This is an optimization exercise on Yosys and OpenROAD, whose aim is small area, a short achievable clock period and few clock cycles per item, not a production implementation. The RTL was checked by simulation tests, not by an equivalence proof against the original design.

## flow/design.v (module list and top-level ports; edited modules follow where they fit)
// module ghash_core: 26539 lines
// module gf_nand: 7 lines
// module gf_and: 7 lines
// module gf_xor: 7 lines
// module gf_xnor: 7 lines
module ghash_core (
    input  wire         clk,
    input  wire         rst,         
    input  wire         in_valid,
    output wire         in_ready,
    input  wire         init,        
    input  wire [127:0] h,
    input  wire [127:0] x,
    output reg          out_valid,
    output wire [127:0] y
);
  // ...
==> flow/run.sh <==
#!/bin/bash
# synth_recipe.tcl (not shown) runs the flow's synth.tcl, then flattens the netlist and writes it again
# the make line also repeats each setting of config.mk as NAME=value (left out here)
make -C /OpenROAD-flow-scripts/flow DESIGN_CONFIG=/design/flow/config.mk WORK_HOME=/design/flow/orfs CLKGATE_MAP_FILE= SYNTH_SCRIPT=/design/flow/synth_recipe.tcl finish
==> flow/config.mk <==
export PLATFORM = sky130hd
export DESIGN_NAME = ghash_core
export DESIGN_NICKNAME = ghash_core
export VERILOG_FILES = /design/flow/design.v
export SDC_FILE = /design/flow/constraint.sdc
export NUM_CORES = 4
export LEC_CHECK = 0
export CAP_MARGIN = 20
export CORE_MARGIN = 2
export CORE_UTILIZATION = 40
export SLEW_MARGIN = 20
export SYNTH_HIERARCHICAL = 1
==> flow/constraint.sdc <==
create_clock -name core_clock -period 10.0 [get_ports {clk}]
set_input_delay 2.0000 -clock core_clock [delete_from_list [all_inputs] [get_ports {clk}]]
set_output_delay 2.0000 -clock core_clock [all_outputs]
set_load 0.01 [all_outputs]
==> impl_metrics.json, run 1 <==
{
  "synth_fa_ha_area_share_pct": 0,
  "num_antenna_cells": 16,
  "crit_family": "XOR/XNOR gates",
  "place_inst": 18487,
  "worstPathArrival_ps": 9850,
  "num_rows": 185,
  "r2r_setup_slack_ps": 590,
  "status": "no timing/DRC/antenna violations",
  "syn_to_final_growth_pct": 18.04,
  "reg2reg_from": "ir$_DFF_P_",
  "multi_input_area_share_pct": 78.45,
  "die_w_um": 508.7,
  "fill_cells": 26037,
  "synth_nets": 14115,
  "cp.depth": 20,
  "grt_max_degree": 50,
  "io_pins": 390,
  "fin_crit_ps": 9408,
  "dominant_cells": "multi-input gates",
  "met1_usage_pct": 57.62,
  "die_area_um2": 258700,
  "cts_buffers": 52,
  "gr-total-overflow": 0,
  "yosys_warnings": 7,
  "viasPerCell": 5.657,
  "endpoint": "acc[63]$_DFFE_PP_",
  "synthCells": 13855,
  "comb.multi_input.count": 13437,
  "worstPathRequired_ps": 10440,
  "cpMaxStageDelayCell": "xor2_1",
  "hp-class": "flop to flop"
}
Testbench counts, summed over its fixed seeds: cycles 4,808, items 4,800.
==> run 2, diff against run 1 <==
--- a/flow/design.v
+++ b/flow/design.v
@@ -5,23 +5,22 @@
     output wire         in_ready,
     input  wire         init,        
     input  wire [127:0] h,
     input  wire [127:0] x,
     output reg          out_valid,
     output wire [127:0] y
 );
     reg [127:0] xr, hr;   
-    reg         ir;       
     reg         vr;       
     reg [127:0] acc;      
-    reg         clr;      
+    reg [127:0] yr;       
     assign in_ready = 1'b1;
-    assign y        = acc;
-    wire [127:0] m = ((ir | clr) ? 128'h0 : acc) ^ xr;
+    assign y        = yr;
+    wire [127:0] m = acc ^ xr;
     wire [127:0] hh = hr;
     wire [127:0] a_p, b_p;
     genvar gi;
     generate
         for (gi = 0; gi < 128; gi = gi + 1) begin : g_rev
             assign a_p[gi] = m[127 - gi];
             assign b_p[gi] = hh[127 - gi];
         end
@@ -26510,37 +26509,32 @@
     assign r_p[125] = x7989;
     assign r_p[126] = x7991;
     assign r_p[127] = x7993;
     generate
         for (gi = 0; gi < 128; gi = gi + 1) begin : g_out
             assign prod[gi] = r_p[127 - gi];
         end
     endgenerate
+    wire clr = rst | (in_valid & init);
     always @(posedge clk) begin
-        xr <= x;
-        hr <= h;
-        ir <= init;
+        xr  <= in_valid ? x : 128'h0;
+        hr  <= in_valid ? h : {1'b1, 127'h0};
+        yr  <= prod;
+        acc <= clr ? 128'h0 : prod;
     end
     always @(posedge clk) begin
         if (rst) begin
             vr        <= 1'b0;
             out_valid <= 1'b0;
-            clr       <= 1'b1;
         end else begin
             vr        <= in_valid;
             out_valid <= vr;
-            if (vr)
-                clr <= 1'b0;
         end
     end
-    always @(posedge clk) begin
-        if (vr)
-            acc <= prod;
-    end
 endmodule
 module gf_nand (
     input  wire a,
     input  wire b,
     output wire y
 );
     assign y = ~(a & b);
 endmodule
==> flow/config.mk (replaced) <==
export PLATFORM = sky130hd
export DESIGN_NAME = ghash_core
export DESIGN_NICKNAME = ghash_core
export VERILOG_FILES = /design/flow/design.v
export SDC_FILE = /design/flow/constraint.sdc
export NUM_CORES = 4
export LEC_CHECK = 0
export CAP_MARGIN = 20
export CORE_MARGIN = 2
export CORE_UTILIZATION = 30
export SETUP_SLACK_MARGIN = 3.5
export SLEW_MARGIN = 60
export SYNTH_HIERARCHICAL = 1
==> impl_metrics.json, run 2 <==
{
  "status": "no timing/DRC/antenna violations",
  "place_ws_ps": 2972,
  "nNetsFinal": 15990,
  "cts_sinks": 514,
  "holdPathStages": 1,
  "yosysMostFrequentCell": "xor2_1",
  "final-setup-viol-count": 0,
  "viasPerCell": 5.136,
  "start_kind": "flop",
  "postCtsHoldBufs": 0,
  "netlist_top_cells_area": "xor2_1 64%, nand2_1 18%, dfxtp_1 9.9%",
  "fin_tns_setup_ps": 0,
  "fin_util_pct": 40.85,
  "final_common_cell": "xor2_1",
  "synth_flop_cell": "dfxtp_1",
  "h-tree-depth": 3,
  "mostFrequentLayoutCells": "6051 x xor2_1, 5022 x nand2_1, 1202 x xor2_2, 945 x buf_4, 538 x and2_1",
  "ys_seq_area_share_pct": 9.903,
  "port_buffers": 388,
  "synth.distinct_cells": 13,
  "cts_tree": "done",
  "rsz0062_at_grt": "yes",
  "syn_to_final_growth_pct": 35.79,
  "relSlewSlack_pct": 49.74,
  "synth_area_leader_cell": "xor2_1",
  "wl_um": 683000,
  "maxCapViolations": 0,
  "dp_hpwl_um": 544700,
  "fmax_mhz": 148.4,
  "ys_ff_latch": 514,
  "clk_pin_slew_ps": 60,
  "slew_viol_final": 0,
  "clk_latency_ps": 890,
  "core_area_um2": 345400,
  "fin_crit_ps": 6740,
  "rr_endpoint": "acc[3]$_SDFF_PP0_",
  "grt_max_degree": 71,
  "syn_area_um2": 103900,
  "via_count": 104818,
  "die_y_um": 592.5,
  "dr.pass1.iters": 6,
  "cts_buffers": 72,
  "period_share_pct": 67.40,
  "path_class": "flop to flop",
  "min_to": "out_valid$_SDFF_PP0_",
  "synth_top_area_share_pct": 64.36,
  "cp-end-kind": "flop",
  "die_area_um2": 351100,
  "synthCells": 14250,
  "reg2regPathDepth": 20,
  "setup_ws_ps": 3260,
  "clockBufferDepth": 4,
  "antenna_left": 0,
  "synthArstFlopShare_pct": 0,
  "cp_max_fo": 11,
  "detail_route.wl_per_cell_um": 33.47,
  "syn_avg_cell_area_um2": 7.292,
  "die_w_um": 592.5,
  "reg2reg_from": "acc[35]$_SDFF_PP0_",
  "first_global_vias": 97418,
  "root_buffer": "clkbuf_16",
  "hp-class": "flop to flop",
  "synth_common_cells": "7635 x xor2_1, 5022 x nand2_1, 545 x and2_1",
  "dr.first_iter.drc_count": 13969,
  "num_rows": 216,
  "synth_nets": 14510,
  "yosys_warnings": 7,
  "tightest_slew_ps": 751.4,
  "antenna_found_initial": 46,
  "drc": 0,
  "final_hold_viol_count": 0,
  "final.setup_skew_ps": 111.2,
  "worstPathRequired_ps": 10770,
  "synth_edf_count": 0,
  "worstPathArrival_ps": 7510,
  "drive_above_1_share_pct": 18.14,
  "io_pins": 390,
  "grt_pass1_wl_um": 895900,
  "holdCritStartpoint": "vr$_SDFF_PP0_",
  "place.gp.congestion": 1.105,
  "gr-total-overflow": 0,
  "initial_core_util_pct": 30.08,
  "r2r_setup_slack_ps": 3260,
  "grt_usage_pct": 37.54
}
-- run 2: cell types whose count changed after synthesis, sizes merged --
cell	before	now
nand2b	0	1
a21o	1	0
nor3b	128	0
and2	162	545
buf	29	5
dfxtp	260	514
clkbuf	0	38
nor2b	1	2
a21oi	0	1
edfxtp	128	0
nor2	1	0
inv	1	0
-- run 2: through the flow --
| step | hold WS [ps] | instance area, µm² | cells |
|---|---|---|---|
| 2_1_floorplan | 413.8 | 103900 | 14250 |
| 3_3_place_gp | 419.8 | 121600 | 20013 |
| 3_5_place_dp | 452.2 | 133200 | 20086 |
| 4_1_cts | 460.0 | 137200 | 20251 |
| 5_1_grt | 473.9 | 141100 | 20392 |
| 6_report | 455.3 | 141100 | 20407 |
-- run 2: per-layer routing --
layer	vias up	wire, µm	global-route usage, %
li1	44557	-	-
met1	51376	263600	47.08
met2	6943	279500	54.35
met3	1932	75640	10.47
met4	10	64250	28.60
met5	-	71	0.02706
-- run 2: kinds of logic (layout without fill, tap and decap cells) --
family | count (synthesis) | after routing | synth area share (%)
flip-flops | 514 | 514 | 9.903
XOR/XNOR | 8121 | 8121 | 68.45
other | 1 | 50 | 0.003609
buffers and inverters | 43 | 1573 | 0.1903
AO/OA/AOI/OAI | 1 | 1 | 0.008431
AND/OR/NAND/NOR | 5570 | 5570 | 21.44
-- run 2: critical path, stage by stage, from the launching register on --
cell	delay (ps)
dfxtp_2	500
xor2_4	190
buf_12	150
buf_4	300
xor2_1	170
buf_4	320
xor2_2	420
buf_4	390
nand2_1	120
xnor2_1	230
xor2_1	280
xor2_1	500
xor2_1	260
xor2_1	280
xor2_2	380
xor2_1	380
xor2_4	390
xor2_2	400
xor2_2	390
xor2_1	350
and2_1	180
-- run 2: layout make-up --
cell class,count,area (µm²)
Multi-Input combinational cell,13693,109800
Fill cell,34893,204300
Antenna cell,49,122.6
Tap cell,4578,5728
Clock inverter,24,251.5
Sequential cell,514,10440
Clock buffer,100,2143
Timing Repair Buffer,1449,12550
-- run 2: what timing repair did --
| action | CTS | global route |
|---|---|---|
| setup endpoints to repair | 163 | 151 |
| setup buffers | 41 | 97 |
| pin swaps | 49 | 120 |
| gates cloned | 0 | 0 |
| endpoints found under the hold margin | 0 | 0 |
| gates resized for setup | 156 | 215 |
-- run 2: how the worst max path moves through the flow --
stage	startpoint	end	slack, ps	depth (start not counted)
CTS	xr[6]$_SDFF_PN0_	acc[96]$_SDFF_PP0_	3390	21
global placement	acc[61]$_SDFF_PP0_	acc[67]$_SDFF_PP0_	1220	16
floorplan	acc[4]$_SDFF_PP0_	acc[126]$_SDFF_PP0_	4580	16
finish	acc[35]$_SDFF_PP0_	acc[3]$_SDFF_PP0_	3260	20
detailed placement	xr[27]$_SDFF_PN0_	acc[106]$_SDFF_PP0_	2970	22
global route	xr[104]$_SDFF_PN0_	acc[117]$_SDFF_PP0_	3330	20
-- run 2: Yosys stat by module, one instance, submodules excluded --
| module | area, µm² | cells inside | copies in the design |
|---|---|---|---|
| gf_nand | 3.754 | 1 | 5022 |
| ghash_core | 14040 | 1073 | 1 |
| gf_xor | 8.758 | 1 | 7507 |
| gf_xnor | 8.758 | 1 | 486 |
| gf_and | 6.256 | 1 | 162 |
Testbench counts of run 2, summed over its fixed seeds: cycles 4,808, items 4,800.

[afterwards: timing with drivers on the ports]
The flow's constraints put no driver on any port. The routed layouts listed below were extracted and timed again, unchanged, in two steps.
Step 1 assumes that a clkbuf_16 drives the clock port and a buf_2 every other input.
Step 2 adds t to the input delays and takes it off the output delays; t is the mean of the earliest and latest rising clock arrival at the registers after step 1. Input paths then give back, and output paths get back, about the clock's delay inside the block.
Slacks: ideal ports / drivers / drivers and shift; pairs: ideal ports / drivers.
run	t, ns	setup slack, ns	worst setup path after step 2
run 1	0.831	0.592 / 0.592 / 0.592	register to register
run 2	0.938	3.260 / 3.260 / 3.260	register to register
After both steps every run listed still meets setup and hold.
